This design comes from an exercise in tuning for small area, a short achievable clock period and few clock cycles per item on the open sky130 flow, not from production work.
Function was checked by simulation only, so behaviour that the tests miss may differ from the original.

==> flow/design.v <==
module sha256_core (
    input  wire         clk,
    input  wire         rst,         
    input  wire         in_valid,
    output wire         in_ready,
    input  wire [31:0]  in_data,     
    input  wire         in_first,    
    input  wire         in_last,     
    output wire         out_valid,
    input  wire         out_ready,
    output wire [255:0] out_digest   
);
    localparam [255:0] IV = 256'h6a09e667bb67ae853c6ef372a54ff53a510e527f9b05688c1f83d9ab5be0cd19;
    reg        run;              
    reg        fin;              
    reg  [5:0] rnd;              
    reg        have0;            
    reg        n_first, n_last;  
    reg        b_first, b_last;  
    reg        ovalid;
    reg [31:0] w [0:15];         
    reg [31:0] a, b, c, d, e, f, g;
    reg [31:0] p;                
    reg [31:0] H0, H1, H2, H3, H4, H5, H6, H7;
    reg [31:0] kt;               
    reg [31:0] k_rom;            
    always @(*) begin
        case (rnd)
            6'd0: k_rom = 32'h71374491; 6'd1: k_rom = 32'hb5c0fbcf;
            6'd2: k_rom = 32'he9b5dba5; 6'd3: k_rom = 32'h3956c25b;
            6'd4: k_rom = 32'h59f111f1; 6'd5: k_rom = 32'h923f82a4;
            6'd6: k_rom = 32'hab1c5ed5; 6'd7: k_rom = 32'hd807aa98;
            6'd8: k_rom = 32'h12835b01; 6'd9: k_rom = 32'h243185be;
            6'd10: k_rom = 32'h550c7dc3; 6'd11: k_rom = 32'h72be5d74;
            6'd12: k_rom = 32'h80deb1fe; 6'd13: k_rom = 32'h9bdc06a7;
            6'd14: k_rom = 32'hc19bf174; 6'd15: k_rom = 32'he49b69c1;
            6'd16: k_rom = 32'hefbe4786; 6'd17: k_rom = 32'h0fc19dc6;
            6'd18: k_rom = 32'h240ca1cc; 6'd19: k_rom = 32'h2de92c6f;
            6'd20: k_rom = 32'h4a7484aa; 6'd21: k_rom = 32'h5cb0a9dc;
            6'd22: k_rom = 32'h76f988da; 6'd23: k_rom = 32'h983e5152;
            6'd24: k_rom = 32'ha831c66d; 6'd25: k_rom = 32'hb00327c8;
            6'd26: k_rom = 32'hbf597fc7; 6'd27: k_rom = 32'hc6e00bf3;
            6'd28: k_rom = 32'hd5a79147; 6'd29: k_rom = 32'h06ca6351;
            6'd30: k_rom = 32'h14292967; 6'd31: k_rom = 32'h27b70a85;
            6'd32: k_rom = 32'h2e1b2138; 6'd33: k_rom = 32'h4d2c6dfc;
            6'd34: k_rom = 32'h53380d13; 6'd35: k_rom = 32'h650a7354;
            6'd36: k_rom = 32'h766a0abb; 6'd37: k_rom = 32'h81c2c92e;
            6'd38: k_rom = 32'h92722c85; 6'd39: k_rom = 32'ha2bfe8a1;
            6'd40: k_rom = 32'ha81a664b; 6'd41: k_rom = 32'hc24b8b70;
            6'd42: k_rom = 32'hc76c51a3; 6'd43: k_rom = 32'hd192e819;
            6'd44: k_rom = 32'hd6990624; 6'd45: k_rom = 32'hf40e3585;
            6'd46: k_rom = 32'h106aa070; 6'd47: k_rom = 32'h19a4c116;
            6'd48: k_rom = 32'h1e376c08; 6'd49: k_rom = 32'h2748774c;
            6'd50: k_rom = 32'h34b0bcb5; 6'd51: k_rom = 32'h391c0cb3;
            6'd52: k_rom = 32'h4ed8aa4a; 6'd53: k_rom = 32'h5b9cca4f;
            6'd54: k_rom = 32'h682e6ff3; 6'd55: k_rom = 32'h748f82ee;
            6'd56: k_rom = 32'h78a5636f; 6'd57: k_rom = 32'h84c87814;
            6'd58: k_rom = 32'h8cc70208; 6'd59: k_rom = 32'h90befffa;
            6'd60: k_rom = 32'ha4506ceb; 6'd61: k_rom = 32'hbef9a3f7;
            6'd62: k_rom = 32'hc67178f2; default: k_rom = 32'h428a2f98;
        endcase
    end
    wire ld_rnd   = run && (rnd != 6'd0) && (rnd <= 6'd14);    
    wire sch_rnd  = run && (rnd >= 6'd15) && (rnd <= 6'd62);   
    wire r61      = run && (rnd == 6'd62);
    wire r62      = run && (rnd == 6'd63);
    wire r63      = run && (rnd == 6'd0);
    wire win_free = !run || r62 || r63;
    wire take0    = !have0 && win_free;                    
    wire start    = have0 && !run && !fin;                 
    assign in_ready = take0 || start || ld_rnd;
    wire acc      = in_valid && in_ready;
    wire hold61   = ovalid && !out_ready;                  
    wire adv      = run && (ld_rnd ? in_valid : !(r61 && hold61));
    wire go       = (start && in_valid) || adv;            
    wire rot      = (r61 && adv) || r62 || r63 || fin;     
    reg q61, q62, q63, qfin;
    always @(posedge clk) begin
        if (!run || r63)
            kt <= (start && in_valid) ? 32'h71374491 : 32'h428a2f98;
        else if (adv)
            kt <= k_rom;
        q61  <= run && ((rnd == 6'd61) || ((rnd == 6'd62) && !adv));
        q62  <= run && (rnd == 6'd62) && adv;
        q63  <= run && (rnd == 6'd63);
        qfin <= r63;
    end
    wire [31:0] S1  = {e[5:0], e[31:6]} ^ {e[10:0], e[31:11]} ^ {e[24:0], e[31:25]};
    wire [31:0] ch  = (e & f) ^ (~e & g);
    wire [31:0] S0  = {a[1:0], a[31:2]} ^ {a[12:0], a[31:13]} ^ {a[21:0], a[31:22]};
    wire [31:0] mj  = (a & b) ^ (a & c) ^ (b & c);
    wire [31:0] x1  = p ^ S1 ^ ch;
    wire [31:0] y1  = {((p & S1) | (p & ch) | (S1 & ch)), 1'b0};
    wire [31:0] x2  = x1 ^ y1 ^ d;
    wire [31:0] y2  = {((x1 & y1) | (x1 & d) | (y1 & d)), 1'b0};
    wire [31:0] x3  = x1 ^ y1 ^ S0;
    wire [31:0] y3  = {((x1 & y1) | (x1 & S0) | (y1 & S0)), 1'b0};
    wire [31:0] x4  = x3 ^ y3 ^ mj;
    wire [31:0] y4  = {((x3 & y3) | (x3 & mj) | (y3 & mj)), 1'b0};
    wire [31:0] e_new = x2 + y2;
    wire [31:0] a_new = x4 + y4;
    wire [31:0] s0  = {w[1][6:0], w[1][31:7]} ^ {w[1][17:0], w[1][31:18]} ^ (w[1] >> 3);
    wire [31:0] s1  = {w[14][16:0], w[14][31:17]} ^ {w[14][18:0], w[14][31:19]} ^ (w[14] >> 10);
    wire [31:0] u1  = s1 ^ w[9] ^ s0;
    wire [31:0] v1  = {((s1 & w[9]) | (s1 & s0) | (w[9] & s0)), 1'b0};
    wire [31:0] u2  = u1 ^ v1 ^ w[0];
    wire [31:0] v2  = {((u1 & v1) | (u1 & w[0]) | (v1 & w[0])), 1'b0};
    wire [31:0] w_new = u2 + v2;
    wire [31:0] w_in  = acc ? in_data : w_new;
    wire        w_sh  = acc || (sch_rnd && adv);
    wire [31:0] hsel = start ? (n_first ? IV[31:0] : H7) : g;
    wire [31:0] pw   = w[15];
    wire [31:0] px   = hsel ^ kt ^ pw;
    wire [31:0] py   = {((hsel & kt) | (hsel & pw) | (kt & pw)), 1'b0};
    wire [31:0] p_new = px + py;
    wire [31:0] iva = ({32{q61}} & IV[159:128]) | ({32{q62}} & IV[191:160]) |    
                      ({32{q63}} & IV[223:192]) | ({32{qfin}} & IV[255:224]);    
    wire [31:0] ive = ({32{q61}} & IV[31:0])    | ({32{q62}} & IV[63:32]) |      
                      ({32{q63}} & IV[95:64])   | ({32{qfin}} & IV[127:96]);     
    wire [31:0] sum_a = (b_first ? iva : H3) + a;
    wire [31:0] sum_e = (b_first ? ive : H7) + e;
    assign out_valid  = ovalid;
    assign out_digest = {H0, H1, H2, H3, H4, H5, H6, H7};
    integer i;
    always @(posedge clk) begin
        if (rst) begin
            run    <= 1'b0;
            fin    <= 1'b0;
            rnd    <= 6'd0;
            have0  <= 1'b0;
            ovalid <= 1'b0;
        end else begin
            if (acc && take0) begin
                have0   <= 1'b1;
                n_first <= in_first;
                n_last  <= in_last;
            end
            fin <= r63;
            if (start && in_valid) begin
                have0   <= 1'b0;
                run     <= 1'b1;
                rnd     <= 6'd1;
                b_first <= n_first;
                b_last  <= n_last;
            end else if (adv) begin
                if (r63)
                    run <= 1'b0;
                else
                    rnd <= rnd + 6'd1;
            end
            if (fin && b_last)
                ovalid <= 1'b1;
            else if (ovalid && out_ready)
                ovalid <= 1'b0;
        end
        if (w_sh) begin
            for (i = 0; i < 15; i = i + 1)
                w[i] <= w[i + 1];
            w[15] <= w_in;
        end
        if (go) begin
            if (start) begin
                a <= n_first ? IV[255:224] : H0;
                b <= n_first ? IV[223:192] : H1;
                c <= n_first ? IV[191:160] : H2;
                d <= n_first ? IV[159:128] : H3;
                e <= n_first ? IV[127:96]  : H4;
                f <= n_first ? IV[95:64]   : H5;
                g <= n_first ? IV[63:32]   : H6;
            end else begin
                a <= a_new; b <= a; c <= b; d <= c;
                e <= e_new; f <= e; g <= f;
            end
            p <= p_new;
        end
        if (rot) begin
            H0 <= sum_a; H1 <= H0; H2 <= H1; H3 <= H2;
            H4 <= sum_e; H5 <= H4; H6 <= H5; H7 <= H6;
        end
    end
endmodule
==> flow/run.sh <==
#!/bin/bash
# synth_recipe.tcl (not shown) runs the flow's synth.tcl, then flattens the netlist and writes it again
# the make line also repeats each setting of config.mk as NAME=value (left out here)
make -C /OpenROAD-flow-scripts/flow DESIGN_CONFIG=/design/flow/config.mk WORK_HOME=/design/flow/orfs CLKGATE_MAP_FILE= SYNTH_SCRIPT=/design/flow/synth_recipe.tcl finish
==> flow/config.mk <==
export PLATFORM = sky130hd
export DESIGN_NAME = sha256_core
export DESIGN_NICKNAME = sha256_core
export VERILOG_FILES = /design/flow/design.v
export SDC_FILE = /design/flow/constraint.sdc
export NUM_CORES = 4
export LEC_CHECK = 0
export CAP_MARGIN = 20
export CORE_MARGIN = 2
export CORE_UTILIZATION = 40
export PLACE_DENSITY = 0.6
export SETUP_SLACK_MARGIN = 4.5
export SLEW_MARGIN = 20
==> flow/constraint.sdc <==
create_clock -name core_clock -period 10.0 [get_ports {clk}]
set_input_delay 2.0000 -clock core_clock [delete_from_list [all_inputs] [get_ports {clk}]]
set_output_delay 2.0000 -clock core_clock [all_outputs]
set_load 0.01 [all_outputs]
==> impl_metrics.json, run 1 <==
{
  "grt_max_degree": 199,
  "end_kind": "output port",
  "whs_ns": 0.4013,
  "yosysMostFrequentCell": "edfxtp_1",
  "slew_viol_final": 0,
  "status": "complete, no violations",
  "die_area_um2": 146000,
  "ant_nets": 0,
  "synth.distinct_cells": 91,
  "vias": 38360,
  "cts_root_buf": "clkbuf_16",
  "skew_ns": 0.04086,
  "grt_pass1_vias": 37180,
  "synth_top_area_share_pct": 55.68,
  "grt_usage_pct": 24.85,
  "initial_core_util_pct": 40.33,
  "crit_start": "rnd[4]",
  "grt_pass1_wl_um": 263200,
  "synthesis.area_um2": 57170,
  "r2r-start": "w[14][20]",
  "grt.overflow.total": 0,
  "rsz0062_at_grt": "yes",
  "fp.dieW_um": 382.1,
  "finalSetupViolCount": 0,
  "min-delay-path-class": "reg -> reg",
  "yosys.area.top_type": "edfxtp_1",
  "synth_nets": 5189,
  "portBuffers": 295,
  "synth_flop_cell": "edfxtp_1",
  "ios": 296,
  "clock_path_buffers": 3,
  "finalNetCount": 5453,
  "synth.avg_cell_area_um2": 12.10,
  "crit_fanout": 35,
  "worstSkewPairLatency_ns": 0.76,
  "cts-buffers-inserted": 114,
  "tightestPinTransition_ns": 1.060,
  "htree_levels": 3,
  "worstPathRequired_ns": 8.00,
  "dp_hpwl_um": 135300,
  "synthTopCellsByArea": "edfxtp_1, fa_1, xnor2_1",
  "max_freq_mhz": 186.6,
  "r2r_setup_slack_ns": 4.65,
  "coreArea_um2": 141800,
  "top_register": "w",
  "chipHeight_um": 382.1,
  "post-route-min-period_ns": 5.360,
  "drive_gt1_share_pct": 7.314,
  "wl_per_cell_um": 26.62,
  "synth_edf_count": 1060,
  "r2r_end": "w[15][31]",
  "final_core_util_pct": 46.89,
  "worst-endpoint-arrival_ns": 3.36,
  "tritoncts": "built",
  "largest_reg_flops": 512,
  "vias_per_cell": 5.498,
  "ys_ff_latch": 1074,
  "antenna_found_initial": 2,
  "slew_headroom_pct": 29.36,
  "r2r_cells": 16,
  "globalplace.congestion": 0.9456,
  "startpoint_type": "flop",
  "clock_sinks": 1074,
  "area_growth_pct": 16.28,
  "path_clk_slew_ns": 0.06,
  "yosysWarnings": 2,
  "num_rows": 138,
  "max-cap-violations": 0,
  "wl_um": 185700,
  "hold_viol": 0,
  "antennaDiodeCount": 0,
  "crit_end": "in_ready",
  "timing.final.crit_share_pct": 53.60,
  "ys_top_cells_by_count": "edfxtp_1, nand2_1, inv_1",
  "ys_async_sr_fraction_pct": 0,
  "drc": 0,
  "dr.pass1.iters": 6,
  "setup_tns_ns": 0,
  "seq_area_frac_synth_pct": 56.17,
  "syn_inst": 4726,
  "drt_iter0_drc": 4217,
  "critPathKind": "reg -> out"
}
-- how the worst min path moves through the flow --
stage,start,to,slack (ns),cells past startpoint
2_1_floorplan,n_last,b_last,0.40,0
3_3_place_gp,w[11][27],w[10][27],0.40,0
3_5_place_dp,w[11][14],w[10][14],0.40,0
4_1_cts,w[11][4],w[10][4],0.40,0
5_1_grt,w[11][4],w[10][4],0.40,0
6_report,w[11][28],w[10][28],0.40,0
-- repair_timing --
action / 4_1_cts / 5_1_grt
gates resized for setup: 19 / 36
buffers inserted: 10 / 23
cloned: 0 / 2
hold buffers: 0 / 0
pin swaps: 2 / 4
endpoints found under the setup margin: 593 / 34
-- cell usage in the layout (no fill, tap or decap), types with 17 or more instances in the layout --
cell type and instances:
edfxtp_1 1060, o21bai_1 31, nor2b_1 29, a21oi_1 274, clkinv_2 19, a211oi_1 30, and3_1 19, a31oi_1 33
o21a_1 28, clkinv_1 29, o211ai_1 20, o21ai_0 290, mux2_2 29, nor3_1 78, nand2b_1 29, a21o_1 83
inv_1 387, maj3_1 31, clkdlybuf4s50_1 295, nor3b_1 17, or3_1 26, xor2_1 108, nand3b_1 104, nor2_1 243
fa_1 219, o31ai_1 18, buf_4 75, clkbuf_16 115, nand3_1 30, ha_1 202, xnor2_1 307, nand2_1 511
-- routing by layer --
layer	part of all wire, %	vias up	GRT usage, %
met5	0.012	-	0
met4	4.0	4	8.610
met3	7.9	298	4.256
li1	-	17230	-
met1	43	19160	35.51
met2	45	1667	38.26
-- critical path: stages (launching register included) --
cell	delay [ns]
dfxtp_2	0.31
buf_4	0.36
buf_6	0.35
and2_0	0.48
a21oi_1	0.16
o211ai_1	0.20
buf_4	0.17
clkdlybuf4s50_1	0.54
-- final cells by class --
| cell class | count | area [µm²] |
|---|---|---|
| clock inverters | 82 | 875.8 |
| fillers | 12680 | 75280 |
| flip-flops and latches | 1074 | 32120 |
| well taps | 1890 | 2365 |
| inverters | 392 | 1480 |
| multi-input cells | 3023 | 22940 |
| repair buffers | 385 | 3780 |
| clock buffers | 130 | 2913 |
-- stage by stage --
step / setup slack [ns] / std cells / instance area, µm²
finish: 4.640 / 6976 / 66480
global placement: 3.903 / 6728 / 62150
floorplan: -1.747 / 4726 / 57210
CTS: 4.471 / 6950 / 66100
detailed placement: 3.692 / 6728 / 62150
global route: 4.370 / 6976 / 66480
-- logic make-up (layout without fill, tap and decap cells) --
kind of cell | after synthesis | count (layout) | synth area share [%]
muxes | 41 | 41 | 0.8470
DFF | 1074 | 1074 | 56.17
buffers and inverters | 630 | 989 | 4.161
xor gates and xnor gates | 423 | 423 | 6.481
adders and majority gates | 456 | 456 | 12.72
and+or+nand+nor | 1154 | 1155 | 9.422
AOI/OAI and AO/OA | 948 | 948 | 10.20
Testbench counts, summed over its fixed seeds: cycles 52,684, blocks 798.
==> run 2, diff against run 1 <==
--- a/flow/config.mk
+++ b/flow/config.mk
@@ -9,5 +9,4 @@
 export CORE_MARGIN = 2
 export CORE_UTILIZATION = 40
 export PLACE_DENSITY = 0.6
-export SETUP_SLACK_MARGIN = 4.5
 export SLEW_MARGIN = 20
==> impl_metrics.json, run 2 <==
{
  "status": "complete, no violations",
  "slew_viol_final": 0,
  "globalplace.congestion": 0.9700,
  "synth.avg_cell_area_um2": 12.10,
  "layout_common_cells": "edfxtp_1, nand2_1, inv_1",
  "initial_core_util_pct": 40.33,
  "synth_top_area_share_pct": 55.68,
  "yosys.area.top_type": "edfxtp_1",
  "crit_end": "in_ready",
  "synth.distinct_cells": 91,
  "area_growth_pct": 15.26,
  "post-route-min-period_ns": 6.190,
  "hp-start": "w[12][1]",
  "final_common_cell": "edfxtp_1",
  "grt_pass1_wl_um": 263500,
  "num_rows": 138,
  "path_clk_slew_ns": 0.06,
  "worstPathRequired_ns": 8.00,
  "yosysMostFrequentCell": "edfxtp_1",
  "finalNetCount": 5411,
  "rsz0062_at_grt": "no",
  "grt_pass1_vias": 37190,
  "end_kind": "output port",
  "post_cts_resized": 0,
  "instances_no_fill": 6936,
  "post-cts-setup-buffer-count": 0,
  "post-place-ws_ns": 4.088,
  "wl_per_cell_um": 26.54,
  "crit_chain": "ha_1, clkinv_1, nor2_1, a21oi_1, o211ai_1, clkdlybuf4s50_1",
  "fillers": 12880,
  "r2r_setup_slack_ns": 4.13,
  "min-delay-path-class": "reg -> reg",
  "wl_um": 184100,
  "cpLargestDelayFamily": "buffers and inverters",
  "use_met3_pct": 4.070,
  "synth_nets": 5189,
  "top_register": "w",
  "grt.overflow.total": 0,
  "fin_ws_ns": 3.810,
  "cts_root_buf": "clkbuf_16",
  "clock_sinks": 1074,
  "clock_path_buffers": 3,
  "vias": 37930,
  "hold_viol": 0,
  "fp.dieW_um": 382.1,
  "drc": 0,
  "ys_async_sr_fraction_pct": 0,
  "ant_nets": 0,
  "critPathMaxStageDelay_ns": 0.66,
  "synthTopCellsByArea": "edfxtp_1, fa_1, xnor2_1",
  "drive_gt1_share_pct": 5.990,
  "die_area_um2": 146000,
  "chipHeight_um": 382.1,
  "ys_ff_latch": 1074,
  "tightestPinTransition_ns": 1.247,
  "largest_reg_flops": 512,
  "dp_hpwl_um": 137000,
  "worst-endpoint-arrival_ns": 4.19,
  "ios": 296,
  "gr-usage-met1_pct": 35.49,
  "cp_slowest_cell": "nor2_1",
  "portBuffers": 295,
  "synth_edf_count": 1060,
  "dr.pass1.iters": 6,
  "post_dp_cell_area_um2": 62090,
  "crit_start": "rnd[0]",
  "seq_area_frac_synth_pct": 56.17,
  "max-cap-violations": 0,
  "crit_fanout": 8,
  "skew_ns": 0.04435,
  "r2r_cells": 15,
  "worstSkewPairLatency_ns": 0.75,
  "cp_num_cells": 6,
  "finalInstanceArea_um2": 65890,
  "r2r_end": "H0[28]",
  "coreArea_um2": 141800,
  "crit_buf_inv": 2,
  "cts-buffers-inserted": 111,
  "dp.cells": 6724,
  "tritoncts": "built",
  "timing.final.crit_share_pct": 61.90,
  "grt_use_met2_pct": 38.54,
  "critPathKind": "reg -> out",
  "postCtsHoldBufs": 0,
  "setup_tns_ns": 0,
  "synthesis.area_um2": 57170,
  "multiInputGateArea_um2": 22750,
  "busiest_layer": "met2",
  "area.sequential_um2": 32120,
  "r2r-start": "b_first",
  "htree_levels": 3,
  "finalSetupViolCount": 0,
  "slew_headroom_pct": 15.80,
  "ys_top_cells_by_count": "edfxtp_1, nand2_1, inv_1",
  "drt_iter0_drc": 3895,
  "syn_inst": 4726,
  "vias_per_cell": 5.468,
  "grt_max_degree": 214,
  "yosysWarnings": 2,
  "synth_flop_cell": "edfxtp_1",
  "antenna_found_initial": 5,
  "startpoint_type": "flop",
  "grt_usage_pct": 24.83,
  "max_freq_mhz": 161.6
}
==> run 2: cell types whose count changed in the layout (fill, tap and decap cells not counted), moves of 4 or more <==
cell       change
xnor2_2        -7
diode_2        +4
buf_4         -29
xnor2_1        +7
clkbuf_16      -4
buf_6          -4
clkinv_1       -4
ha_1           +4
==> run 2: worst min-delay path by stage <==
stage,end,cells past startpoint
2_1_floorplan,b_last,0
3_3_place_gp,w[3][22],0
3_5_place_dp,w[10][23],0
4_1_cts,w[11][1],0
5_1_grt,w[11][2],0
6_report,w[11][1],0
==> run 2: metrics by stage <==
stage          util [%]  hold WS, ns
4_1_cts           46.45       0.3773
2_1_floorplan         -       0.4003
5_1_grt           46.48       0.3859
6_report          46.48       0.3826
3_5_place_dp      43.80       0.4045
3_3_place_gp      43.80       0.4004
==> run 2: layout make-up <==
class	count	area share, %
diodes	4	0.01519
well taps	1890	3.589
clock buffers	129	4.348
repair buffers	347	5.186
inverters	392	2.233
clock inverters	78	1.363
flip-flops and latches	1074	48.74
multi-input cells	3022	34.52
==> run 2: cell families (layout without fill, tap and decap cells) <==
family	Yosys count	in the layout	share of synthesized area, %
xor gates and xnor gates	423	423	6.481
DFF	1074	1074	56.17
other	0	4	0
AOI/OAI and AO/OA	948	948	10.20
muxes	41	41	0.8470
buffers and inverters	630	946	4.161
and+or+nand+nor	1154	1154	9.422
adders and majority gates	456	456	12.72
==> run 2: worst reg2reg max path, cell delays in order, from the launching register on <==
cell and delay (ns):
edfxtp_1 0.36, buf_4 0.35, nand2b_1 0.41, or2_2 0.55, nor3_2 0.89, buf_4 0.35
nor2_1 0.10, ha_1 0.41, nand3_1 0.16, or3_1 0.43, o221ai_1 0.52, a21oi_1 0.23
o311a_1 0.48, o21bai_1 0.16, a21oi_1 0.09, xnor2_1 0.13
==> run 2: routing by layer <==
| metal | vias to the layer above | share of wire, % |
|---|---|---|
| met5 | - | 0 |
| met4 | 0 | 3.4 |
| met3 | 258 | 6.6 |
| met2 | 1469 | 45 |
| met1 | 19070 | 45 |
| li1 | 17130 | - |
==> run 3, diff against run 2 <==
--- a/flow/design.v
+++ b/flow/design.v
@@ -12,18 +12,24 @@
 );
     localparam [255:0] IV = 256'h6a09e667bb67ae853c6ef372a54ff53a510e527f9b05688c1f83d9ab5be0cd19;
     reg        run;              
+    reg  [5:0] rnd;              
     reg        fin;              
-    reg  [5:0] rnd;              
     reg        have0;            
     reg        n_first, n_last;  
     reg        b_first, b_last;  
     reg        ovalid;
+    reg        rdy;              
+    reg        need;             
+    reg        stq;              
+    reg        free;             
+    reg        s61, s62, s63;    
+    reg        sch;              
     reg [31:0] w [0:15];         
     reg [31:0] a, b, c, d, e, f, g;
     reg [31:0] p;                
+    reg [31:0] kt;               
     reg [31:0] H0, H1, H2, H3, H4, H5, H6, H7;
-    reg [31:0] kt;               
-    reg [31:0] k_rom;            
+    reg [31:0] k_rom;
     always @(*) begin
         case (rnd)
             6'd0: k_rom = 32'h71374491; 6'd1: k_rom = 32'hb5c0fbcf;
@@ -60,30 +66,51 @@
             6'd62: k_rom = 32'hc67178f2; default: k_rom = 32'h428a2f98;
         endcase
     end
-    wire ld_rnd   = run && (rnd != 6'd0) && (rnd <= 6'd14);    
-    wire sch_rnd  = run && (rnd >= 6'd15) && (rnd <= 6'd62);   
-    wire r61      = run && (rnd == 6'd62);
-    wire r62      = run && (rnd == 6'd63);
-    wire r63      = run && (rnd == 6'd0);
-    wire win_free = !run || r62 || r63;
-    wire take0    = !have0 && win_free;                    
-    wire start    = have0 && !run && !fin;                 
-    assign in_ready = take0 || start || ld_rnd;
-    wire acc      = in_valid && in_ready;
-    wire hold61   = ovalid && !out_ready;                  
-    wire adv      = run && (ld_rnd ? in_valid : !(r61 && hold61));
-    wire go       = (start && in_valid) || adv;            
-    wire rot      = (r61 && adv) || r62 || r63 || fin;     
-    reg q61, q62, q63, qfin;
+    wire acc   = in_valid && rdy;
+    wire take0 = rdy && !need;
+    wire stgo  = stq && in_valid;
+    wire adv   = (need && run && in_valid) || free || (s61 && !(ovalid && !out_ready));
+    wire go    = stgo || adv;                            
+    wire rot   = (s61 && adv) || s62 || s63 || fin;      
+    wire [5:0] rnd_n  = rst ? 6'd0 : stgo ? 6'd1 : (adv && !s63) ? rnd + 6'd1 : rnd;
+    wire       run_n  = rst ? 1'b0 : stgo ? 1'b1 : (adv && s63) ? 1'b0 : run;
+    wire       fin_n  = !rst && s63;
+    wire       have_n = rst ? 1'b0 : (acc && take0) ? 1'b1 : stgo ? 1'b0 : have0;
+    wire       ld_n   = run_n && (rnd_n != 6'd0) && (rnd_n <= 6'd14);
+    wire       st_n   = have_n && !run_n && !fin_n;
+    wire       wf_n   = !run_n || (rnd_n == 6'd63) || (rnd_n == 6'd0);
+    wire       s61_n  = run_n && (rnd_n == 6'd62);
     always @(posedge clk) begin
-        if (!run || r63)
-            kt <= (start && in_valid) ? 32'h71374491 : 32'h428a2f98;
+        rnd   <= rnd_n;
+        run   <= run_n;
+        fin   <= fin_n;
+        have0 <= have_n;
+        rdy   <= (!have_n && wf_n) || st_n || ld_n;
+        need  <= st_n || ld_n;
+        stq   <= st_n;
+        free  <= run_n && !ld_n && !s61_n;
+        s61   <= s61_n;
+        s62   <= run_n && (rnd_n == 6'd63);
+        s63   <= run_n && (rnd_n == 6'd0);
+        sch   <= run_n && (rnd_n >= 6'd15) && (rnd_n <= 6'd62);
+        if (acc && take0) begin
+            n_first <= in_first;
+            n_last  <= in_last;
+        end
+        if (stgo) begin
+            b_first <= n_first;
+            b_last  <= n_last;
+        end
+        if (rst)
+            ovalid <= 1'b0;
+        else if (fin && b_last)
+            ovalid <= 1'b1;
+        else if (out_ready)
+            ovalid <= 1'b0;
+        if (!run || s63)
+            kt <= stgo ? 32'h71374491 : 32'h428a2f98;
         else if (adv)
             kt <= k_rom;
-        q61  <= run && ((rnd == 6'd61) || ((rnd == 6'd62) && !adv));
-        q62  <= run && (rnd == 6'd62) && adv;
-        q63  <= run && (rnd == 6'd63);
-        qfin <= r63;
     end
     wire [31:0] S1  = {e[5:0], e[31:6]} ^ {e[10:0], e[31:11]} ^ {e[24:0], e[31:25]};
     wire [31:0] ch  = (e & f) ^ (~e & g);
@@ -107,59 +134,30 @@
     wire [31:0] v2  = {((u1 & v1) | (u1 & w[0]) | (v1 & w[0])), 1'b0};
     wire [31:0] w_new = u2 + v2;
     wire [31:0] w_in  = acc ? in_data : w_new;
-    wire        w_sh  = acc || (sch_rnd && adv);
-    wire [31:0] hsel = start ? (n_first ? IV[31:0] : H7) : g;
+    wire        w_sh  = acc || (sch && adv);
+    wire [31:0] hsel = stq ? (n_first ? IV[31:0] : H7) : g;
     wire [31:0] pw   = w[15];
     wire [31:0] px   = hsel ^ kt ^ pw;
     wire [31:0] py   = {((hsel & kt) | (hsel & pw) | (kt & pw)), 1'b0};
     wire [31:0] p_new = px + py;
-    wire [31:0] iva = ({32{q61}} & IV[159:128]) | ({32{q62}} & IV[191:160]) |    
-                      ({32{q63}} & IV[223:192]) | ({32{qfin}} & IV[255:224]);    
-    wire [31:0] ive = ({32{q61}} & IV[31:0])    | ({32{q62}} & IV[63:32]) |      
-                      ({32{q63}} & IV[95:64])   | ({32{qfin}} & IV[127:96]);     
+    wire [31:0] iva = ({32{s61}} & IV[159:128]) | ({32{s62}} & IV[191:160]) |    
+                      ({32{s63}} & IV[223:192]) | ({32{fin}} & IV[255:224]);    
+    wire [31:0] ive = ({32{s61}} & IV[31:0])    | ({32{s62}} & IV[63:32]) |      
+                      ({32{s63}} & IV[95:64])   | ({32{fin}} & IV[127:96]);     
     wire [31:0] sum_a = (b_first ? iva : H3) + a;
     wire [31:0] sum_e = (b_first ? ive : H7) + e;
+    assign in_ready   = rdy;
     assign out_valid  = ovalid;
     assign out_digest = {H0, H1, H2, H3, H4, H5, H6, H7};
     integer i;
     always @(posedge clk) begin
-        if (rst) begin
-            run    <= 1'b0;
-            fin    <= 1'b0;
-            rnd    <= 6'd0;
-            have0  <= 1'b0;
-            ovalid <= 1'b0;
-        end else begin
-            if (acc && take0) begin
-                have0   <= 1'b1;
-                n_first <= in_first;
-                n_last  <= in_last;
-            end
-            fin <= r63;
-            if (start && in_valid) begin
-                have0   <= 1'b0;
-                run     <= 1'b1;
-                rnd     <= 6'd1;
-                b_first <= n_first;
-                b_last  <= n_last;
-            end else if (adv) begin
-                if (r63)
-                    run <= 1'b0;
-                else
-                    rnd <= rnd + 6'd1;
-            end
-            if (fin && b_last)
-                ovalid <= 1'b1;
-            else if (ovalid && out_ready)
-                ovalid <= 1'b0;
-        end
         if (w_sh) begin
             for (i = 0; i < 15; i = i + 1)
                 w[i] <= w[i + 1];
             w[15] <= w_in;
         end
         if (go) begin
-            if (start) begin
+            if (stq) begin
                 a <= n_first ? IV[255:224] : H0;
                 b <= n_first ? IV[223:192] : H1;
                 c <= n_first ? IV[191:160] : H2;
--- a/flow/config.mk
+++ b/flow/config.mk
@@ -7,6 +7,7 @@
 export LEC_CHECK = 0
 export CAP_MARGIN = 20
 export CORE_MARGIN = 2
-export CORE_UTILIZATION = 40
-export PLACE_DENSITY = 0.6
+export CORE_UTILIZATION = 60
+export PLACE_DENSITY = 0.75
+export SETUP_SLACK_MARGIN = 5
 export SLEW_MARGIN = 20
==> impl_metrics.json, run 3 <==
{
  "synth.avg_cell_area_um2": 12.85,
  "layout_common_cells": "edfxtp_1, inv_1, xnor2_1",
  "end_kind": "flop",
  "setup_tns_ns": 0,
  "antenna_found_initial": 5,
  "post-route-min-period_ns": 5.333,
  "synth_nets": 4919,
  "grt_pass1_wl_um": 265300,
  "max-cap-violations": 0,
  "vias_per_cell": 6.414,
  "initial_core_util_pct": 60.43,
  "min-delay-path-class": "reg -> reg",
  "grt_pass1_vias": 38590,
  "timing.final.crit_share_pct": 53.33,
  "synthesis.area_um2": 57250,
  "wl_um": 186200,
  "r2r-start": "e[26]",
  "dp_hpwl_um": 127600,
  "ys_top_cells_by_count": "edfxtp_1, inv_1, xnor2_1",
  "area_growth_pct": 17.59,
  "yosysWarnings": 2,
  "crit_start": "e[26]",
  "critPathKind": "reg -> reg",
  "crit_fanout": 4,
  "r2r_setup_slack_ns": 4.67,
  "htree_levels": 3,
  "num_rows": 113,
  "drive_gt1_share_pct": 11.04,
  "grt.overflow.total": 0,
  "whs_ns": 0.4056,
  "ys_async_sr_fraction_pct": 0,
  "worst-endpoint-arrival_ns": 5.82,
  "finalNetCount": 5277,
  "path_clk_slew_ns": 0.07,
  "largest_reg_flops": 512,
  "instances_no_fill": 6180,
  "r2r_end": "a[29]",
  "drc": 0,
  "ios": 296,
  "syn_inst": 4454,
  "fp.dieW_um": 312.9,
  "wl_per_cell_um": 30.13,
  "cts_root_buf": "clkbuf_16",
  "worstPathRequired_ns": 10.48,
  "synth_flop_cell": "edfxtp_1",
  "slew_headroom_pct": 21.27,
  "vias": 39640,
  "max_freq_mhz": 187.5,
  "chipHeight_um": 312.9,
  "synth.distinct_cells": 89,
  "globalplace.congestion": 0.9723,
  "synth_edf_count": 1060,
  "cts-buffers-inserted": 113,
  "yosys.area.top_type": "edfxtp_1",
  "slew_viol_final": 0,
  "ant_nets": 0,
  "ys_ff_latch": 1110,
  "seq_area_frac_synth_pct": 57.35,
  "grt_max_degree": 170,
  "grt_usage_pct": 37.47,
  "dp.cells": 5855,
  "postCtsHoldBufs": 0,
  "die_area_um2": 97900,
  "top_register": "w",
  "clock_path_buffers": 3,
  "r2r_cells": 21,
  "coreArea_um2": 94730,
  "portBuffers": 295,
  "rsz0062_at_grt": "yes",
  "drt_iter0_drc": 5675,
  "synth_top_area_share_pct": 55.60,
  "status": "complete, no violations",
  "worstSkewPairLatency_ns": 0.76,
  "tritoncts": "built",
  "final_common_cell": "edfxtp_1",
  "startpoint_type": "flop",
  "hold_viol": 0,
  "crit_end": "a[29]",
  "tightestPinTransition_ns": 1.181,
  "dr.pass1.iters": 6,
  "clock_sinks": 1110,
  "post_dp_cell_area_um2": 61460,
  "finalSetupViolCount": 0,
  "yosysMostFrequentCell": "edfxtp_1",
  "synthTopCellsByArea": "edfxtp_1, fa_1, xnor2_1",
  "skew_ns": 0.05951,
  "finalInstanceArea_um2": 67320
}
run 3: cell type report:
type | instances | area [µm²]
Timing Repair Buffer | 453 | 4363
Sequential cell | 1110 | 32840
Inverter | 388 | 1473
Clock buffer | 134 | 2948
Antenna cell | 5 | 12.51
Tap cell | 1265 | 1583
Multi-Input combinational cell | 2746 | 23100
Clock inverter | 79 | 999.7
Fill cell | 6389 | 27410
run 3: per-layer routing:
layer  track usage [%]  routed length (µm)  vias up
met5                 0                  46        -
met3             11.18               24760      459
met4             13.96                7600        6
met2             54.48               81260     2698
li1                  -                   -    16830
met1             53.70               72520    19650
run 3: worst min path at each step:
stage               from        end  slack, ns  cells after the start
2_1_floorplan     n_last     b_last       0.40                      0
3_3_place_gp     w[3][2]    w[2][2]       0.40                      0
3_5_place_dp   w[11][21]  w[10][21]       0.40                      0
4_1_cts        w[13][25]  w[12][25]       0.39                      0
5_1_grt        w[12][24]  w[11][24]       0.41                      0
6_report       w[13][25]  w[12][25]       0.41                      0
run 3: per-stage QoR:
stage | setup slack (ns) | util [%]
after global placement | 3.473 | 64.87
after CTS | 4.734 | 70.08
after global routing | 4.612 | 71.05
after floorplan | 4.220 | -
after detailed placement | 3.364 | 64.88
final | 4.667 | 71.07
run 3: what timing repair did:
item / 4_1_cts / 5_1_grt
pin swaps: 57 / 59
buffers inserted: 59 / 44
gates cloned: 2 / 2
endpoints found under the setup margin: 111 / 77
gates resized for setup: 110 / 118
run 3: worst max-delay path: stages, from the launching register on:
cell and delay [ns]:
edfxtp_1 0.56, xnor2_2 0.24, xnor2_2 0.32, fa_1 0.50, inv_2 0.10, fa_1 0.44, fa_1 0.46, inv_1 0.08
ha_2 0.18, inv_2 0.04, fa_2 0.40, nor2b_2 0.14, o21ai_2 0.08, a21boi_2 0.28, o2111ai_4 0.18, a21boi_4 0.33
o41ai_4 0.15, buf_6 0.17, o21ai_2 0.10, a21oi_1 0.08, xor2_1 0.15, o21ai_1 0.07
run 3: kinds of logic (layout without fill, tap and decap cells):
family	after synthesis	after routing	share of synthesized area, %
adder cells (fa/ha/maj)	458	458	12.75
AO/OA/AOI/OAI	1070	1070	12.64
AND/OR/NAND/NOR	749	751	5.919
XOR/XNOR	430	430	6.605
buffers and inverters	600	1054	4.028
other	0	5	0
flip-flops	1110	1110	57.35
multiplexers	37	37	0.7103
Testbench counts of run 3, summed over its fixed seeds: cycles 52,684, blocks 798.
==> run 4, diff against run 3 <==
--- a/flow/config.mk
+++ b/flow/config.mk
@@ -7,7 +7,7 @@
 export LEC_CHECK = 0
 export CAP_MARGIN = 20
 export CORE_MARGIN = 2
-export CORE_UTILIZATION = 60
-export PLACE_DENSITY = 0.75
+export CORE_UTILIZATION = 40
+export PLACE_DENSITY = 0.6
 export SETUP_SLACK_MARGIN = 5
 export SLEW_MARGIN = 20
==> impl_metrics.json, run 4 <==
{
  "status": "complete, no violations",
  "finalNetCount": 5302,
  "ys_top_cells_by_count": "edfxtp_1, inv_1, xnor2_1",
  "layout_common_cells": "edfxtp_1, inv_1, xnor2_1, clkdlybuf4s50_1, nor2_1",
  "synth_top_area_share_pct": 55.60,
  "syn_inst": 4454,
  "chipHeight_um": 382.3,
  "rsz0062_at_grt": "yes",
  "antenna_found_initial": 5,
  "slew_viol_final": 0,
  "end_kind": "flop",
  "htree_levels": 3,
  "hold_viol": 0,
  "instances_no_fill": 6839,
  "drive_gt1_share_pct": 11.73,
  "synthesis.area_um2": 57250,
  "ant_nets": 0,
  "crit_fanout": 4,
  "portBuffers": 295,
  "drt_iter0_drc": 4482,
  "yosys.area.top_type": "edfxtp_1",
  "synth_xor_area_share_pct": 6.605,
  "grt_max_degree": 176,
  "synth_edf_count": 1060,
  "dr.pass1.iters": 8,
  "grt_usage_pct": 26.50,
  "area_growth_pct": 19.70,
  "vias_per_cell": 5.680,
  "ys_ff_latch": 1110,
  "min-delay-path-class": "reg -> reg",
  "synthTopCellsByArea": "edfxtp_1, fa_1, xnor2_1",
  "synth_compound_area_share_pct": 12.64,
  "ios": 296,
  "synth_flop_cell": "edfxtp_1",
  "worstSkewPairLatency_ns": 0.77,
  "cts_root_buf": "clkbuf_16",
  "setup_tns_ns": 0,
  "postCtsHoldBufs": 0,
  "critPathKind": "reg -> reg",
  "clock_path_buffers": 3,
  "fin_ws_ns": 4.818,
  "wl_per_cell_um": 28.85,
  "post-place-ws_ns": 3.258,
  "path_clk_slew_ns": 0.07,
  "grt_pass1_wl_um": 278400,
  "worst-endpoint-arrival_ns": 5.69,
  "final_common_cell": "edfxtp_1",
  "die_area_um2": 146200,
  "tightestPinTransition_ns": 1.240,
  "finalSetupViolCount": 0,
  "coreArea_um2": 141800,
  "wl_um": 197300,
  "initial_core_util_pct": 40.38,
  "synth.distinct_cells": 89,
  "timing.final.crit_share_pct": 51.82,
  "synth_mux_area_share_pct": 0.7103,
  "synth_nets": 4919,
  "skew_ns": 0.05899,
  "slew_headroom_pct": 17.29,
  "yosys.area_share.simple_pct": 5.919,
  "vias": 38840,
  "grt_pass1_vias": 38180,
  "startpoint_type": "flop",
  "globalplace.congestion": 0.9391,
  "max_freq_mhz": 193.0,
  "num_rows": 138,
  "seq_area_frac_synth_pct": 57.35,
  "fp.dieW_um": 382.3,
  "synth_top_family_by_area": "adder cells",
  "largest_reg_flops": 512,
  "tritoncts": "built",
  "synth.avg_cell_area_um2": 12.85,
  "max-cap-violations": 0,
  "ys_async_sr_fraction_pct": 0,
  "grt.overflow.total": 0,
  "dp.cells": 6488,
  "post-route-min-period_ns": 5.182,
  "synthAdderAreaFrac_pct": 12.75,
  "yosysMostFrequentCell": "edfxtp_1",
  "top_register": "w",
  "drc": 0,
  "dp_hpwl_um": 140000,
  "worstPathRequired_ns": 10.51,
  "clock_sinks": 1110,
  "yosysWarnings": 2,
  "cts-buffers-inserted": 120
}
[run 4: cell counts after synthesis]
No cell type changed its count.
[run 4: what timing repair did]
action	CTS	global route
endpoints found under the setup margin	101	78
gates resized for setup	119	105
buffers inserted	69	43
gates cloned	3	2
pin swaps	52	60
[run 4: worst paths after layout]
check / slack, ns / from / depth (start not counted) / to
min reg2reg: 0.39 / w[6][9] / 0 / w[5][9]
max reg2reg: 4.82 / e[11] / 20 / a[31]
max: 4.82 / e[11] / 20 / a[31]
min: 0.39 / w[6][9] / 0 / w[5][9]
[run 4: stage by stage]
step                      hold WS (ns)  area (µm²)  utilization [%]
after global placement          0.4001       62340            43.97
final                           0.3863       68530            48.34
after CTS                       0.3812       67640            47.71
after global routing            0.3922       68510            48.33
after floorplan                 0.4003       57270                -
after detailed placement        0.4045       62340            43.97
[run 4: cells by family after synthesis]
kind of cell / count (synthesis)
AO/OA/AOI/OAI: 1070
XOR/XNOR: 430
adder cells (fa/ha/maj): 458
buffers and inverters: 600
flip-flops: 1110
multiplexers: 37
AND/OR/NAND/NOR: 749
[run 4: cell type report]
| type | instances | area (µm²) |
|---|---|---|
| Sequential cell | 1110 | 32840 |
| Tap cell | 1890 | 2365 |
| Inverter | 388 | 1470 |
| Fill cell | 12460 | 73230 |
| Timing Repair Buffer | 472 | 4554 |
| Multi-Input combinational cell | 2745 | 23110 |
| Clock buffer | 135 | 3069 |
| Clock inverter | 94 | 1107 |
| Antenna cell | 5 | 12.51 |
[run 4: worst max-delay path, cell delays in order, from the launching register on]
cell and delay, ns:
edfxtp_1 0.49, buf_4 0.18, xor2_1 0.26, xnor2_2 0.17, fa_2 0.41, fa_1 0.50
fa_1 0.52, inv_1 0.04, ha_2 0.18, inv_2 0.06, fa_2 0.21, nor2b_2 0.04
o21ai_2 0.17, a21boi_2 0.11, o2111ai_2 0.27, a21boi_4 0.14, o41ai_4 0.43, buf_6 0.19
nand2b_4 0.08, a221oi_4 0.35, o211ai_1 0.15
[run 4: per-layer routing]
metal | GRT usage [%] | wire [µm] | vias up | part of all wire [%]
met1 | 38.12 | 84860 | 19860 | 43
met4 | 8.990 | 7161 | 2 | 3.6
met2 | 40.16 | 88070 | 1783 | 45
li1 | - | - | 16880 | -
met3 | 5.085 | 17210 | 316 | 8.7
met5 | 0 | 15 | - | 0.0076

==> static timing again, ports no longer ideal <==
Ports are ideal in the flow. The routed layouts listed here were re-timed in OpenROAD.
Step 1 assumes that a clkbuf_16 drives the clock port and a buf_2 every other input.
Step 2 adds t to the input delays and takes it off the output delays; t is the mean of the earliest and latest rising clock arrival at the registers after step 1. Input paths then give back, and output paths get back, about the clock's delay inside the block.
Slacks: no drivers / after step 1 / after step 2; pairs: no drivers / after step 1.
run	t (ns)	slack for setup (ns)	worst setup path at the end	slew at the worst register clock pin (ns)
run 1	0.827	4.640 / 4.557 / 4.318	input to register	0.07 / 0.07
run 2	0.803	3.810 / 3.731 / 3.962	input to register	0.07 / 0.07
run 3	0.804	4.667 / 4.667 / 4.319	input to register	0.07 / 0.07
run 4	0.832	4.818 / 4.818 / 4.269	input to register	0.07 / 0.07
After both steps setup and hold are still met in every run listed. The setup slack of run 4, which loses most, moves by 0.000 ns with the drivers and by -0.549 ns with both steps.
